This is an optimization exercise on Yosys and OpenROAD, whose aim is small area, a short achievable clock period and few clock cycles per item, not a production implementation.
At most, simulation tests tie the RTL to the original design; equivalence was not proved.

== v9 ==
Design bv2_ctr_xor, start of the top module:
module bv2_ctr_xor (
    input  wire         clk,
    input  wire         rst,           
    input  wire         in_valid,
    output wire         in_ready,
    input  wire         in_link,       
    input  wire [23:0]  in_major,      
    input  wire [5:0]   in_minor,      
    input  wire [31:0]  in_line,       
    input  wire [3:0]   in_casc_id,    
    input  wire [1:0]   in_port,       
    input  wire [47:0]  in_frame_ctr,  
    input  wire [15:0]  in_blk,        
    input  wire [255:0] in_key,        
    input  wire [127:0] in_data,       
    output wire         out_valid,
    input  wire         out_ready,
    output wire [127:0] out_data
);
    function [7:0] sbox;
        input [7:0] a;
        reg u0, u1, u2, u3, u4, u5, u6, u7;
        reg t1, t2, t3, t4, t5, t6, t7, t8, t9, t10, t11, t12, t13, t14;
        reg t15, t16, t17, t18, t19, t20, t21, t22, t23, t24, t25, t26, t27;
        reg m1, m2, m3, m4, m5, m6, m7, m8, m9, m10, m11, m12, m13, m14, m15;
        reg m16, m17, m18, m19, m20, m21, m22, m23, m24, m25, m26, m27, m28;
        reg m29, m30, m31, m32, m33, m34, m35, m36, m37, m38, m39, m40, m41;
        reg m42, m43, m44, m45, m46, m47, m48, m49, m50, m51, m52, m53, m54;
        reg m55, m56, m57, m58, m59, m60, m61, m62, m63;
        reg l0, l1, l2, l3, l4, l5, l6, l7, l8, l9, l10, l11, l12, l13, l14;
        reg l15, l16, l17, l18, l19, l20, l21, l22, l23, l24, l25, l26, l27;
        reg l28, l29;
        begin
            u0 = a[7]; u1 = a[6]; u2 = a[5]; u3 = a[4];
            u4 = a[3]; u5 = a[2]; u6 = a[1]; u7 = a[0];
            t1 = u0 ^ u3;   t2 = u0 ^ u5;   t3 = u0 ^ u6;   t4 = u3 ^ u5;
            t5 = u4 ^ u6;   t6 = t1 ^ t5;   t7 = u1 ^ u2;   t8 = u7 ^ t6;
            t9 = u7 ^ t7;   t10 = t6 ^ t7;  t11 = u1 ^ u5;  t12 = u2 ^ u5;
            t13 = t3 ^ t4;  t14 = t6 ^ t11; t15 = t5 ^ t11; t16 = t5 ^ t12;
            t17 = t9 ^ t16; t18 = u3 ^ u7;  t19 = t7 ^ t18; t20 = t1 ^ t19;
            t21 = u6 ^ u7;  t22 = t7 ^ t21; t23 = t2 ^ t22; t24 = t2 ^ t10;
            t25 = t20 ^ t17; t26 = t3 ^ t16; t27 = t1 ^ t12;
            m1 = t13 & t6;   m2 = t23 & t8;   m3 = t14 ^ m1;   m4 = t19 & u7;
            m5 = m4 ^ m1;    m6 = t3 & t16;   m7 = t22 & t9;   m8 = t26 ^ m6;
            m9 = t20 & t17;  m10 = m9 ^ m6;   m11 = t1 & t15;  m12 = t4 & t27;
  ...
Size in the first run: roughly 5,100 cells after synthesis, ~390 flip-flops, ~650 I/O pins.
clock: 10.0 ns
lec_check: 0
cap_margin: 20
core_margin: 2
core_utilization: 40
setup_slack_margin: 3.5
slew_margin: 20
standard.sh (not shown) runs the stock make flow with config.mk's settings and CLKGATE_MAP_FILE= SYNTH_SCRIPT=/design/flow/synth_recipe.tcl, a recipe that flattens the netlist after the stock synthesis.
==> flow/flow/run.sh <==
#!/bin/bash
# Own flow: the standard layout (standard.sh) with two changes:
#  - synthesis runs flow/my_synth.tcl, the standard synthesis script except
#    that ABC maps with flow/area.abc (structural choices, then &nf);
#  - the port buffers are sky130_fd_sc_hd__buf_1 (every port still gets one).
set -euo pipefail
W=$PWD
export MY_ABC_SCRIPT=$W/flow/area.abc
sed -E "s#SYNTH_SCRIPT=[^ ]+#SYNTH_SCRIPT=$W/flow/my_synth.tcl#" standard.sh > my_standard.sh
grep -q "SYNTH_SCRIPT=$W/flow/my_synth.tcl" my_standard.sh
bash my_standard.sh "BUFFER_PORTS_ARGS=-buffer_cell sky130_fd_sc_hd__buf_1" finish > $W/flow_make.log 2>&1
==> flow/flow/area.abc <==
&get -n
&st
&dch
&nf
&put
==> flow/flow/my_synth.tcl <==
# The standard synthesis (synth_recipe.tcl), with one change: ABC maps the
# logic with the script named by MY_ABC_SCRIPT instead of ORFS's. Every other
# pass, and so every register's name and cell, is the standard synthesis's.
proc synth {args} { yosys synth -nofsm -noshare {*}$args }
proc abc {args} {
  set i [lsearch -exact $args -script]
  if { $i >= 0 } { lset args [expr { $i + 1 }] $::env(MY_ABC_SCRIPT) }
  yosys abc {*}$args
}
source $::env(SCRIPTS_DIR)/synth.tcl
# left out here: clear keep_hierarchy, flatten, clean up, hide names made inside functions, write 1_2_yosys.v
Testbench counts of v9, summed over its fixed seeds: cycles 7,688, items 512.
Here is what was changed in the inputs of v30 compared with v9.
--- a/flow/design.v
+++ b/flow/design.v
@@ -82,84 +82,88 @@
         end
     endfunction
     function [127:0] sub_shift;
         input [127:0] s;
         integer c, r;
         begin
             for (c = 0; c < 4; c = c + 1)
                 for (r = 0; r < 4; r = r + 1)
                     sub_shift[127 - 8*(4*c + r) -: 8] =
                         sbox(s[127 - 8*(4*((c + r) % 4) + r) -: 8]);
         end
     endfunction
-    function [127:0] mix_delta;
+    function [127:0] mix_key;
         input [127:0] s;
+        input [127:0] k;
         integer c, r;
-        reg [7:0] t;
+        reg [7:0] a0, a1, a2, a3;
         begin
-            for (c = 0; c < 4; c = c + 1) begin
-                t = s[127 - 32*c -: 8] ^ s[119 - 32*c -: 8] ^
-                    s[111 - 32*c -: 8] ^ s[103 - 32*c -: 8];
-                for (r = 0; r < 4; r = r + 1)
-                    mix_delta[127 - 8*(4*c + r) -: 8] = t ^
-                        xtime(s[127 - 8*(4*c + r) -: 8] ^
-                              s[127 - 8*(4*c + (r + 1) % 4) -: 8]);
-            end
+            for (c = 0; c < 4; c = c + 1)
+                for (r = 0; r < 4; r = r + 1) begin
+                    a0 = s[127 - 8*(4*c + r) -: 8];
+                    a1 = s[127 - 8*(4*c + (r + 1) % 4) -: 8];
+                    a2 = s[127 - 8*(4*c + (r + 2) % 4) -: 8];
+                    a3 = s[127 - 8*(4*c + (r + 3) % 4) -: 8];
+                    mix_key[127 - 8*(4*c + r) -: 8] = xtime(a0 ^ a1) ^ (a1 ^ a2) ^
+                        (a3 ^ k[127 - 8*(4*c + r) -: 8]);
+                end
         end
     endfunction
     reg          run;       
     reg          ov;        
     reg  [3:0]   rnd;       
     reg  [127:0] st;        
     reg  [127:0] ka, kb;    
     wire last  = (rnd == 4'd14);
     wire take  = run && (rnd == 4'd13);         
     wire load  = in_valid && !run && (!ov || out_ready);
     wire [127:0] ctr_blk = in_link
         ? {8'h01, in_casc_id, in_port, 2'b00, in_frame_ctr, 48'h0, in_blk}
         : {8'h00, in_major, in_minor, 56'h0, in_line, in_blk[1:0]};
     reg [255:0] key_be;
     integer k;
     always @(*) begin
         for (k = 0; k < 32; k = k + 1)
             key_be[255 - 8*k -: 8] = in_key[8*k +: 8];
     end
     wire [127:0] ss        = sub_shift(st);
-    wire [127:0] round_out = ss ^ (mix_delta(ss) & {128{~last}}) ^ kb;
+    wire [127:0] round_mix = mix_key(ss, kb);    
+    wire [127:0] round_fin = ss ^ kb;              
     reg [7:0] rcon;
     always @(*) begin
         case (rnd[3:1])
             3'd0: rcon = 8'h01;
             3'd1: rcon = 8'h02;
             3'd2: rcon = 8'h04;
             3'd3: rcon = 8'h08;
             3'd4: rcon = 8'h10;
             3'd5: rcon = 8'h20;
             default: rcon = 8'h40;
         endcase
     end
-    wire [31:0] sw = {sbox(kb[31:24]), sbox(kb[23:16]), sbox(kb[15:8]), sbox(kb[7:0])};
-    wire [31:0] kt = rnd[0] ? ({sw[23:0], sw[31:24]} ^ {rcon, 24'h0}) : sw;
-    wire [31:0] p1 = ka[127:96] ^ ka[95:64];
-    wire [31:0] p2 = p1 ^ ka[63:32];
-    wire [31:0] p3 = p2 ^ ka[31:0];
-    wire [31:0] w0 = ka[127:96] ^ kt;
-    wire [31:0] w1 = p1 ^ kt;
-    wire [31:0] w2 = p2 ^ kt;
-    wire [31:0] w3 = p3 ^ kt;
-    wire [127:0] key_next = {w0, w1, w2, w3} ^ (in_data & {128{take}});
-    wire         sel_run  = run & ~load;
+    wire [31:0] kin = rnd[0] ? {kb[23:0], kb[31:24]} : kb[31:0];
+    wire [31:0] sw  = {sbox(kin[31:24]), sbox(kin[23:16]), sbox(kin[15:8]), sbox(kin[7:0])};
+    wire [31:0] rc  = {rcon & {8{rnd[0]}}, 24'h0};
+    wire [31:0] p0  = ka[127:96] ^ rc;
+    wire [31:0] p1  = p0 ^ ka[95:64];
+    wire [31:0] p2  = p1 ^ ka[63:32];
+    wire [31:0] p3  = p2 ^ ka[31:0];
+    wire [127:0] q  = {p0, p1, p2, p3} ^ (in_data & {128{take}});
+    wire [127:0] key_next = q ^ {sw, sw, sw, sw};
+    wire         sel_mix  = run & ~last & ~load;
+    wire         sel_fin  = run & last & ~load;
     wire         sel_hold = ~run & ~load;
     wire [127:0] st_next  = ({128{load}}     & (ctr_blk ^ key_be[255:128])) |
-                            ({128{sel_run}}  & round_out) |
+                            ({128{sel_mix}}  & round_mix) |
+                            ({128{sel_fin}}  & round_fin) |
                             ({128{sel_hold}} & st);
     always @(posedge clk) begin
         if (rst) begin
             run <= 1'b0;
             ov  <= 1'b0;
         end else begin
             if (load) begin
                 run <= 1'b1;
                 ov  <= 1'b0;
             end else if (run && last) begin
                 run <= 1'b0;
                 ov  <= 1'b1;
### Flow results
Between v30 and v9, the transition at the pin with the smallest max-transition slack is lower for v9.
Compared with v9, in v30 simple-gate area share of the yosys netlist shows a reduction of 0.46 points; maximum frequency shows a reduction of about 1.2%; distinct cell type count of the synthesized netlist shows an increase of 4.
Fraction of area in registers (higher): v9
Remaining max-slew budget at the tightest pin on v30 is behind v9.
v30 vs. v9: fraction of area in multi-input gates now larger; routed wire length now larger.
The RTL of v30 was laid out without a check of its function.

==> what the ideal ports hide <==
How much do the figures lean on ideal ports? The routed layouts below were timed once more, with nothing changed but the port constraints. Step 1 sets driving cells, clkbuf_16 on the clock port and buf_2 on the other inputs (assumed; they add their load-dependent delay and slew). Step 2 times the ports against the registers' clock, not the clock port: input delays grow and output delays shrink by t, the midpoint of the rising clock arrivals with the driver on. a / b / c = ideal / step 1 / step 2; a / b = the first two.
run	shift t [ns]	setup WS [ns]	hold slack, ns	worst setup path at the end	latest minus earliest clock arrival (ns)
v9	0.730	3.673 / 3.673 / 3.673	0.455 / 0.455 / 0.455	register to register	0.039 / 0.039
v30	0.715	3.593 / 3.593 / 3.593	0.484 / 0.484 / 0.484	register to register	0.042 / 0.042
After both steps setup and hold are still met in every run listed.
